What follows belongs to an exercise in optimizing a design on an open flow for small area, a short achievable clock period and few clock cycles per item; a production flow would make more cautious choices.
Function was checked by simulation only, so behaviour that the tests miss may differ from the original.

===== design/flow/config.mk =====
export PLATFORM = sky130hd
export DESIGN_NAME = k24_xu
export DESIGN_NICKNAME = k24_xu
export VERILOG_FILES = /design/flow/design.v
export SDC_FILE = /design/flow/constraint.sdc
export NUM_CORES = 4
export LEC_CHECK = 0
export CAP_MARGIN = 20
export CORE_MARGIN = 2
export CORE_UTILIZATION = 40
export SLEW_MARGIN = 20

===== design/flow/constraint.sdc =====
create_clock -name core_clock -period 16.0 [get_ports {clk}]
set_input_delay 3.2000 -clock core_clock [delete_from_list [all_inputs] [get_ports {clk}]]
set_output_delay 3.2000 -clock core_clock [all_outputs]
set_load 0.01 [all_outputs]

===== design/flow/design.v =====
module k24_xu (
    input             clk,
    input             rst,           
    input             in_valid,
    output            in_ready,
    input      [23:0] in_instr,      
    input      [23:0] in_wa,         
    input      [23:0] in_wb,         
    input      [23:0] in_wd,         
    input             in_ovt,        
    output reg        out_valid,
    output reg        out_we,        
    output reg [3:0]  out_rd,        
    output reg [23:0] out_wdata,
    output     [3:0]  out_flags,     
    output reg        out_exc,
    output     [15:0] out_ecause     
);
    localparam OP_NOP  = 8'h00, OP_ADD  = 8'h01, OP_ADC  = 8'h02, OP_SUB  = 8'h03,
               OP_SBC  = 8'h04, OP_AND  = 8'h05, OP_OR   = 8'h06, OP_XOR  = 8'h07,
               OP_SHL  = 8'h08, OP_SHR  = 8'h09, OP_SAR  = 8'h0A, OP_ROR  = 8'h0B,
               OP_MIN  = 8'h0C, OP_MAX  = 8'h0D, OP_ADDS = 8'h0E, OP_SUBS = 8'h0F,
               OP_ADDI = 8'h10, OP_ANDI = 8'h11, OP_ORI  = 8'h12, OP_XORI = 8'h13,
               OP_SHLI = 8'h14, OP_SHRI = 8'h15, OP_SARI = 8'h16, OP_CMPI = 8'h17,
               OP_CMP  = 8'h18, OP_TST  = 8'h19, OP_LDK  = 8'h1A, OP_LDH  = 8'h1B,
               OP_NEG  = 8'h1D, OP_ABS  = 8'h1E, OP_CLZ  = 8'h1F,
               OP_MUL  = 8'h30, OP_MULU = 8'h31, OP_MULF = 8'h32, OP_MAC  = 8'h33,
               OP_MACF = 8'h34, OP_MSU  = 8'h35, OP_MFH  = 8'h36, OP_MFL  = 8'h37,
               OP_MFR  = 8'h38, OP_MTA  = 8'h39, OP_DIV  = 8'h3A, OP_DIVU = 8'h3B;
    localparam DIV_K = 3;                
    localparam DIV_N = 24 / DIV_K;       
    reg  [3:0]  flags;                   
    reg  [47:0] acc;                     
    wire        fN = flags[3], fZ = flags[2], fC = flags[1], fV = flags[0];
    assign out_flags = flags;
    reg  [7:0]  e_det;
    reg         e_c0, e_c1;
    assign out_ecause = {e_det, 5'd0, e_c1, e_c1, e_c0};
    reg         rdy;
    assign in_ready = rdy;
    wire accept = in_valid && rdy && !rst;
    wire [7:0]  i_op   = in_instr[23:16];
    wire [3:0]  i_d    = in_instr[15:12];
    wire [3:0]  i_a    = in_instr[11:8];
    wire [3:0]  i_b    = in_instr[7:4];
    wire [3:0]  i_lo   = in_instr[3:0];
    wire [7:0]  i_imm8 = in_instr[7:0];
    wire [11:0] i_imm12 = in_instr[11:0];
    reg i_legal;
    always @(*) begin
        case (i_op)
            OP_NOP:                                   i_legal = (in_instr[15:0] == 16'd0);
            OP_ADD, OP_ADC, OP_SUB, OP_SBC, OP_AND, OP_OR, OP_XOR,
            OP_SHL, OP_SHR, OP_SAR, OP_ROR, OP_MIN, OP_MAX, OP_ADDS,
            OP_SUBS, OP_DIV, OP_DIVU:                 i_legal = (i_lo == 4'd0);
            OP_ADDI, OP_ANDI, OP_ORI, OP_XORI,
            OP_LDK, OP_LDH:                           i_legal = 1'b1;
            OP_SHLI, OP_SHRI, OP_SARI:                i_legal = (i_imm8[7:5] == 3'd0);
            OP_CMPI:                                  i_legal = (i_d == 4'd0);
            OP_CMP, OP_TST,
            OP_MUL, OP_MULU, OP_MULF, OP_MAC,
            OP_MACF, OP_MSU, OP_MTA:                  i_legal = (i_d == 4'd0) && (i_lo == 4'd0);
            OP_NEG, OP_ABS, OP_CLZ:                   i_legal = (i_b == 4'd0) && (i_lo == 4'd0);
            OP_MFH, OP_MFL, OP_MFR:                   i_legal = (i_a == 4'd0) && (i_b == 4'd0) && (i_lo == 4'd0);
            default:                                  i_legal = 1'b0;
        endcase
    end
    reg [23:0] i_b_val;
    always @(*) begin
        case (i_op)
            OP_ADDI, OP_CMPI:           i_b_val = {{16{i_imm8[7]}}, i_imm8};
            OP_ANDI, OP_ORI, OP_XORI:   i_b_val = {16'd0, i_imm8};
            OP_SHLI, OP_SHRI, OP_SARI:  i_b_val = {19'd0, i_imm8[4:0]};
            OP_LDK:                     i_b_val = {{12{i_imm12[11]}}, i_imm12};
            OP_LDH:                     i_b_val = {i_imm12, in_wd[11:0]};
            default:                    i_b_val = in_wb;
        endcase
    end
    wire i_div  = i_legal && ((i_op == OP_DIV) || (i_op == OP_DIVU));
    wire i_sdiv = (i_op == OP_DIV);
    reg         v0;
    reg         lg0;
    reg  [7:0]  op0;
    reg  [3:0]  d0;
    reg  [23:0] a0, b0;
    reg         ovt0;
    wire [23:0] a = a0;
    wire [23:0] b = b0;
    wire [7:0]  op = op0;
    wire op_neg   = (op == OP_NEG) || (op == OP_ABS);
    wire op_inv   = (op == OP_SUB) || (op == OP_SBC) || (op == OP_CMP) || (op == OP_CMPI) ||
                    (op == OP_SUBS) || (op == OP_MIN) || (op == OP_MAX) || op_neg;
    wire op_cinc  = (op == OP_ADC) || (op == OP_SBC);
    wire op_cin1  = (op == OP_SUB) || (op == OP_CMP) || (op == OP_CMPI) ||
                    (op == OP_SUBS) || (op == OP_MIN) || (op == OP_MAX) || op_neg;
    wire [23:0] ad_x  = op_neg ? 24'd0 : a;
    wire [23:0] ad_y0 = op_neg ? a : b;
    wire [23:0] ad_y  = op_inv ? ~ad_y0 : ad_y0;
    wire        ad_ci = op_cinc ? fC : op_cin1;
    wire [24:0] ad_s  = {1'b0, ad_x} + {1'b0, ad_y} + {24'd0, ad_ci};
    wire [23:0] sum   = ad_s[23:0];
    wire        ad_c  = ad_s[24];
    wire        ad_v  = (ad_x[23] == ad_y[23]) && (sum[23] != ad_x[23]);
    wire [23:0] sat_r = ad_v ? (a[23] ? 24'h800000 : 24'h7FFFFF) : sum;
    wire        a_lt_b = sum[23] ^ ad_v;
    wire [23:0] min_r = a_lt_b ? a : b;
    wire [23:0] max_r = a_lt_b ? b : a;
    wire [23:0] abs_r = a[23] ? (sum[23] ? 24'h7FFFFF : sum) : a;
    wire        abs_v = a[23] & sum[23];
    wire [5:0]  n   = b[5:0];
    wire        n0  = (n == 6'd0);
    wire        nle24 = (n <= 6'd24);
    wire op_shl = (op == OP_SHL) || (op == OP_SHLI);
    wire op_shr = (op == OP_SHR) || (op == OP_SHRI);
    wire op_sar = (op == OP_SAR) || (op == OP_SARI);
    wire op_ror = (op == OP_ROR);
    reg  [23:0] sh_hi, sh_lo;
    reg  [4:0]  sh_m;
    always @(*) begin
        if (op_shl) begin
            sh_hi = nle24 ? a : 24'd0;
            sh_lo = 24'd0;
            sh_m  = 5'd24 - n[4:0];
        end else if (op_ror) begin
            sh_hi = a;
            sh_lo = a;
            sh_m  = (n >= 6'd48) ? n[4:0] - 5'd16 : (n >= 6'd24) ? n[4:0] - 5'd24 : n[4:0];
        end else begin
            sh_hi = op_sar ? {24{a[23]}} : 24'd0;
            sh_lo = (op_sar || nle24) ? a : 24'd0;
            sh_m  = nle24 ? n[4:0] : 5'd24;
        end
    end
    wire [48:0] sh_x = {sh_hi, sh_lo, 1'b0};
    wire [48:0] sh_y = sh_x >> sh_m;
    wire [23:0] sh_r = sh_y[24:1];
    wire        sh_c = n0 ? fC : op_shl ? sh_y[25] : op_ror ? sh_r[23] : sh_y[0];
    reg  [4:0]  clz_r;
    integer     i;
    always @(*) begin
        clz_r = 5'd24;
        for (i = 0; i < 24; i = i + 1)
            if (a[i]) clz_r = 5'd23 - i[4:0];
    end
    wire op_mulu = (op == OP_MULU);
    wire op_dbl  = (op == OP_MULF) || (op == OP_MACF);
    wire op_msu  = (op == OP_MSU);
    wire op_macc = (op == OP_MAC) || (op == OP_MACF) || op_msu;
    wire signed [24:0] ma  = {a[23] & ~op_mulu, a};
    wire signed [24:0] mbb = {b[23] & ~op_mulu, b};
    wire signed [25:0] mb  = op_dbl ? {mbb, 1'b0} : {mbb[24], mbb};
    wire [49:0] acc_x  = op_macc ? ({{2{acc[47]}}, acc} ^ {50{op_msu}}) : 50'd0;
    wire signed [49:0] mac_s = $signed(acc_x) + ma * mb;
    wire [49:0] mac_r  = mac_s ^ {50{op_msu}};
    wire        acc_ovf = (mac_r[49:47] != 3'b000) && (mac_r[49:47] != 3'b111);
    wire [25:0] mfr_t   = {acc[47], acc[47:23]} + 26'd1;
    wire        mfr_sat = (mfr_t[25:24] == 2'b01);
    wire [23:0] mfr_r   = mfr_sat ? 24'h7FFFFF : mfr_t[24:1];
    reg         r_we;
    reg  [23:0] r_data;
    reg         r_nz;        
    reg         r_zonly;     
    reg         r_setc;
    reg         r_c;
    reg         r_setv;
    reg         r_v;
    reg         r_acc_we;
    reg  [47:0] r_acc;
    reg         r_ovf;
    always @(*) begin
        r_we     = 1'b0;
        r_data   = sum;
        r_nz     = 1'b0;
        r_zonly  = 1'b0;
        r_setc   = 1'b0;
        r_c      = ad_c;
        r_setv   = 1'b0;
        r_v      = ad_v;
        r_acc_we = 1'b0;
        r_acc    = mac_r[47:0];
        r_ovf    = 1'b0;
        case (op)
            OP_ADD, OP_ADDI, OP_ADC, OP_SUB, OP_SBC, OP_NEG: begin
                r_we = 1'b1; r_nz = 1'b1; r_setc = 1'b1; r_setv = 1'b1;
            end
            OP_CMP, OP_CMPI: begin
                r_nz = 1'b1; r_setc = 1'b1; r_setv = 1'b1;
            end
            OP_ADDS, OP_SUBS: begin
                r_we = 1'b1; r_data = sat_r; r_nz = 1'b1; r_setc = 1'b1; r_setv = 1'b1;
            end
            OP_AND, OP_ANDI: begin
                r_we = 1'b1; r_data = a & b; r_nz = 1'b1;
            end
            OP_TST: begin
                r_data = a & b; r_nz = 1'b1;
            end
            OP_OR, OP_ORI: begin
                r_we = 1'b1; r_data = a | b; r_nz = 1'b1;
            end
            OP_XOR, OP_XORI: begin
                r_we = 1'b1; r_data = a ^ b; r_nz = 1'b1;
            end
            OP_SHL, OP_SHLI, OP_SHR, OP_SHRI, OP_SAR, OP_SARI, OP_ROR: begin
                r_we = 1'b1; r_data = sh_r; r_nz = 1'b1;
                r_setc = 1'b1; r_c = sh_c; r_setv = 1'b1; r_v = 1'b0;
            end
            OP_MIN: begin
                r_we = 1'b1; r_data = min_r; r_nz = 1'b1;
            end
            OP_MAX: begin
                r_we = 1'b1; r_data = max_r; r_nz = 1'b1;
            end
            OP_LDK, OP_LDH: begin
                r_we = 1'b1; r_data = b;
            end
            OP_ABS: begin
                r_we = 1'b1; r_data = abs_r; r_nz = 1'b1; r_setv = 1'b1; r_v = abs_v;
            end
            OP_CLZ: begin
                r_we = 1'b1; r_data = {19'd0, clz_r}; r_zonly = 1'b1;
            end
            OP_MUL, OP_MULU, OP_MULF: r_acc_we = 1'b1;
            OP_MAC, OP_MACF, OP_MSU: begin
                r_acc_we = 1'b1; r_ovf = ovt0 && acc_ovf;
            end
            OP_MFH: begin
                r_we = 1'b1; r_data = acc[47:24];
            end
            OP_MFL: begin
                r_we = 1'b1; r_data = acc[23:0];
            end
            OP_MFR: begin
                r_we = 1'b1; r_data = mfr_r; r_setv = 1'b1; r_v = mfr_sat;
            end
            OP_MTA: begin
                r_acc_we = 1'b1; r_acc = {a, b};
            end
            default: ;
        endcase
    end
    wire r_zero = (r_data == 24'd0);
    wire [3:0] r_flags = {r_nz ? r_data[23] : fN,
                          (r_nz || r_zonly) ? r_zero : fZ,
                          r_setc ? r_c : fC,
                          r_setv ? r_v : fV};
    wire [23:0] i_amag = (i_sdiv && in_wa[23]) ? (~in_wa + 24'd1) : in_wa;
    wire [23:0] i_bmag = (i_sdiv && in_wb[23]) ? (~in_wb + 24'd1) : in_wb;
    reg         dv_busy;
    reg         dv_fin;
    reg  [3:0]  dv_cnt;
    reg  [23:0] dv_rem, dv_quo, dv_den;
    reg         dv_signed, dv_neg, dv_aneg, dv_zero;
    reg  [3:0]  dv_rd;
    reg  [23:0] it_rem, it_quo;
    reg  [24:0] it_sh, it_diff;
    integer     k;
    always @(*) begin
        it_rem = dv_rem;
        it_quo = dv_quo;
        for (k = 0; k < DIV_K; k = k + 1) begin
            it_sh   = {it_rem, it_quo[23]};
            it_diff = it_sh - {1'b0, dv_den};
            it_rem  = it_diff[24] ? it_sh[23:0] : it_diff[23:0];
            it_quo  = {it_quo[22:0], ~it_diff[24]};
        end
    end
    reg  [23:0] dv_result;
    always @(*) begin
        if (dv_zero)
            dv_result = dv_aneg ? 24'h800000 : 24'h7FFFFF;
        else if (dv_neg)
            dv_result = ~dv_quo + 24'd1;
        else if (dv_signed && dv_quo[23])
            dv_result = 24'h7FFFFF;                     
        else
            dv_result = dv_quo;
    end
    always @(posedge clk) begin
        op0  <= i_op;
        d0   <= i_d;
        lg0  <= i_legal;
        a0   <= in_wa;
        b0   <= i_b_val;
        ovt0 <= in_ovt;
        if (accept && i_div) begin
            dv_rem    <= 24'd0;
            dv_quo    <= i_amag;
            dv_den    <= i_bmag;
            dv_signed <= i_sdiv;
            dv_neg    <= i_sdiv && (in_wa[23] != in_wb[23]);
            dv_aneg   <= i_sdiv && in_wa[23];
            dv_zero   <= (in_wb == 24'd0);
            dv_rd     <= i_d;
        end else if (dv_busy) begin
            dv_rem    <= it_rem;
            dv_quo    <= it_quo;
        end
        if (rst) begin
            flags     <= 4'd0;
            acc       <= 48'd0;
            rdy       <= 1'b1;
            v0        <= 1'b0;
            dv_busy   <= 1'b0;
            dv_fin    <= 1'b0;
            dv_cnt    <= 4'd0;
            out_valid <= 1'b0;
        end else begin
            v0        <= accept && !i_div;
            out_valid <= 1'b0;
            dv_fin    <= 1'b0;
            if (accept && i_div) begin
                rdy     <= 1'b0;
                dv_busy <= 1'b1;
                dv_cnt  <= DIV_N[3:0];
            end else if (dv_busy) begin
                dv_cnt <= dv_cnt - 4'd1;
                if (dv_cnt == 4'd1) begin
                    dv_busy <= 1'b0;
                    dv_fin  <= 1'b1;
                    rdy     <= 1'b1;
                end
            end
            if (dv_fin) begin
                out_valid <= 1'b1;
                out_we    <= 1'b1;
                out_rd    <= dv_rd;
                out_wdata <= dv_result;
                out_exc   <= dv_zero;
                e_det     <= 8'd0;
                e_c0      <= 1'b0;
                e_c1      <= 1'b1;                
            end else if (v0) begin
                out_valid <= 1'b1;
                out_rd    <= d0;
                out_wdata <= r_data;
                if (!lg0) begin
                    out_we  <= 1'b0;
                    out_exc <= 1'b1;
                    e_det   <= op0;
                    e_c0    <= 1'b1;              
                    e_c1    <= 1'b0;
                end else begin
                    out_we  <= r_we;
                    out_exc <= r_ovf;
                    e_det   <= 8'd0;
                    e_c0    <= 1'b1;              
                    e_c1    <= 1'b1;
                    flags   <= r_flags;
                    if (r_acc_we) acc <= r_acc;
                end
            end
        end
    end
endmodule

===== design/flow/run.sh =====
#!/bin/bash
# synth_recipe.tcl (not shown) runs the flow's synth.tcl, then flattens the netlist and writes it again
# the make line also repeats each setting of config.mk as NAME=value (left out here)
make -C /OpenROAD-flow-scripts/flow DESIGN_CONFIG=/design/flow/config.mk WORK_HOME=/design/flow/orfs CLKGATE_MAP_FILE= SYNTH_SCRIPT=/design/flow/synth_recipe.tcl finish

==> summary.txt <==
Post-synth EDFFs 96; met2 routed WL 82.9 mm; TritonCTS Buffers 30; detailed placement HPWL 144 mm; minimum clock period 12.49 ns; Yosys Warn Count 1; Final Max Slew Viols 0; HP Class reg -> reg; Die Ht 359 um; Final Cycle Share 0.781; postcts setup bufs 0; All-Layer GR Usage 0.294; initial DRC count 5098; Synth Flop Type dfxtp_1; drt drc 0; CTS tree done; Starting Density 0.402; fraction of layout cells with a size suffix above 1 0.0560; Via density 5.84; post-cts gate resize count 0; Rows 130; most frequent cells after synthesis inv_1, fa_1, nand2_1; nets 7152; CP Launch Type flip-flop; synth-to-layout area growth 8.11%; sequential area share after synthesis 0.116; initial antenna violation count 12; pre-CTS setup slack 3.69 ns; Critical Path End Type flip-flop; Mapped Cells 6069; Top Layer Used met5; Yosys reg bits between 200 and 250; core area 125000 sq um; Remaining Overflow, GRT 0; Max Cap Viol 0; Finished Core Util 0.434; die width 359 um; WP data arrival about 13 ns; Die Area 129000 sq um; area leader, netlist fa_1; largest net degree at the start of global routing 93; Root Driver clkbuf_16; Netlist Area Pre-Place 50300 sq um; Final Hold Fails 0; slowest stage cell, crit path o41ai_2; WL/cell 24.7 um; Crit Path Max Fanout 33; Synth area leaders fa_1, ha_1, inv_1, dfxtp_1, edfxtp_1; dpl cells 7610; filler instances approximately 13000; Worst Slack Setup Final 3.51 ns; Worst path max stage delay 0.59 ns; WP data required 16.53 ns; crit path kind reg -> reg; most frequent cell after synthesis inv_1; clock slew at reported path FFs 0.06 ns; first-pass GRT wire length 284 mm; Synth cell types roughly 110; Fin Setup TNS 0 ns; Mean Syn Cell Area 8.29 sq um; Max H-tree Level 1; RSZ-0062 raised after global routing false; met3 wire length roughly 18 mm; Detail Route Antenna Nets 0; maximum clock frequency 80.0 MHz; headroom to the max-slew limit 0.237; IO Port Bufs 134; IO Count 152; vias in the first global route 44200; met1 WL 76.2 mm; DR vias ~45000; GP Congestion 1.04; Layout Skew 0.0133 ns; Area after DPL 53400 sq um; Max clock buf depth 3; # clock sinks 243; cts hold-fix bufs 0; Initial DRT Pass Iterations 10; asr flop ratio synth 0; Routed Wire Length 190 mm; Setup-failing EPs final 0; final non-filler cell area 54400 sq um; status finished clean; Final Non-Filler Cells 7672; Worst-Margin Slew 1.14 ns; top-area cell type share of the netlist area 0.295; clock latency on the worst-skew pair 0.62 ns
-- area by class of cell --
| cell class | instances | area (sq um) | share of cell area |
|---|---|---|---|
| clock inverter | 15 | 126 | 0.00232 |
| antenna | 5 | 12.5 | 0.000230 |
| multi-input combinational | 4509 | 39700 | 0.729 |
| sequential | 243 | 5840 | 0.107 |
| inverter | 957 | 3590 | 0.0660 |
| clock buffer | 41 | 896 | 0.0165 |
| timing repair buffer | 252 | 2230 | 0.0410 |
| tap | 1650 | 2060 | 0.0379 |
-- kinds of logic after synthesis --
kind of cell / Yosys count / synth area share
mux: 137 / 0.0311
compound gates: 1175 / 0.158
simple gates: 1823 / 0.166
buf+inv: 1321 / 0.101
fa+ha+maj: 1059 / 0.374
other cells: 1 / 0.0000745
xor+xnor: 310 / 0.0539
flops: 243 / 0.116
-- critical path, delay by kind of cell (launching register included) --
kind	cells	cell delay (ns)
flip-flops	1	0.43
multiplexers	3	1.22
AO/OA/AOI/OAI	25	6.83
buffers and inverters	5	1.33
XOR/XNOR	1	0.14
AND/OR/NAND/NOR	6	1.01
adder cells (fa/ha/maj)	4	1.32
-- routing by layer --
metal  GRT usage  vias to the layer above
met4       0.152                       16
li1            -                    19800
met3      0.0602                      586
met5           0                        -
met1       0.387                    22200
met2       0.456                     2135
-- flip-flops by register name, indices dropped and copies added, names as in the netlist, 4 cells and up --
| signal | count |
|---|---|
| dv_rd | 4 |
| dv_den | 24 |
| dv_rem | 24 |
| acc | 48 |
| b0 | 24 |
| out_rd | 4 |
| flags | 4 |
| dv_cnt | 4 |
| out_wdata | 24 |
| e_det | 8 |
| dv_quo | 24 |
| a0 | 24 |
| op0 | 8 |
| d0 | 4 |
-- metrics by stage --
stage,hold WS [ns]
after floorplan,0.446
after global placement,0.488
after detailed placement,0.485
after CTS,0.494
after global routing,0.517
final,0.496
-- cell usage in the layout, fill, tap and decap left out, types with 51 or more instances in the layout --
cell and count:
a21oi_1 313, fa_1 741, inv_1 950, mux2_2 51, clkdlybuf4s50_1 133, edfxtp_1 96
ha_1 318, xnor2_1 179, mux2i_1 74, a21o_1 71, nor2_1 536, o21ai_0 157
nand3_1 77, xor2_1 130, buf_4 117, a211oi_1 122, o211ai_1 57, dfxtp_1 136
nor3_1 82, and2_1 192, nand2_1 666
-- path summary, 6_finish.rpt --
check | start | end | slack [ns] | cells after the start
setup / recovery | dv_quo[23]$_DFFE_PP_ | dv_rem[1]$_SDFFE_PP0P_ | 3.51 | 44
hold / removal | flags[2]$_SDFFE_PP0P_ | flags[2]$_SDFFE_PP0P_ | 0.50 | 2
setup reg to reg | dv_quo[23]$_DFFE_PP_ | dv_rem[1]$_SDFFE_PP0P_ | 3.51 | 44
hold reg to reg | flags[2]$_SDFFE_PP0P_ | flags[2]$_SDFFE_PP0P_ | 0.50 | 2
Testbench counts, summed over its fixed seeds: cycles 44,656, instrs 32,000.

==> afterwards: timing with drivers on the ports <==
How much do the figures lean on ideal ports? The routed layout below was timed once more, with nothing changed but the port constraints.
Step 1 (the two cells are an assumption about what drives the block):
set clk [get_ports {clk}]
set_driving_cell -lib_cell sky130_fd_sc_hd__clkbuf_16 $clk
set_driving_cell -lib_cell sky130_fd_sc_hd__buf_2 [delete_from_list [all_inputs] $clk]
Step 2 moves the port delays by t, midway between the first and last clock arrival at a register: inputs arrive t later, outputs are due t later. That takes back most of the time a late clock gives input paths.
Three values: ideal, step 1, step 2; two values: the first two.
t (ns): 0.663
slack for setup (ns): 3.507 / 3.507 / 3.507
latest minus earliest clock arrival (ns): 0.014 / 0.013
worst slew at a driven data input, ns: 0.06
After both steps setup and hold are still met in this run. For this run, drivers alone change the setup slack by 0.000 ns; drivers and shift together by 0.000 ns.
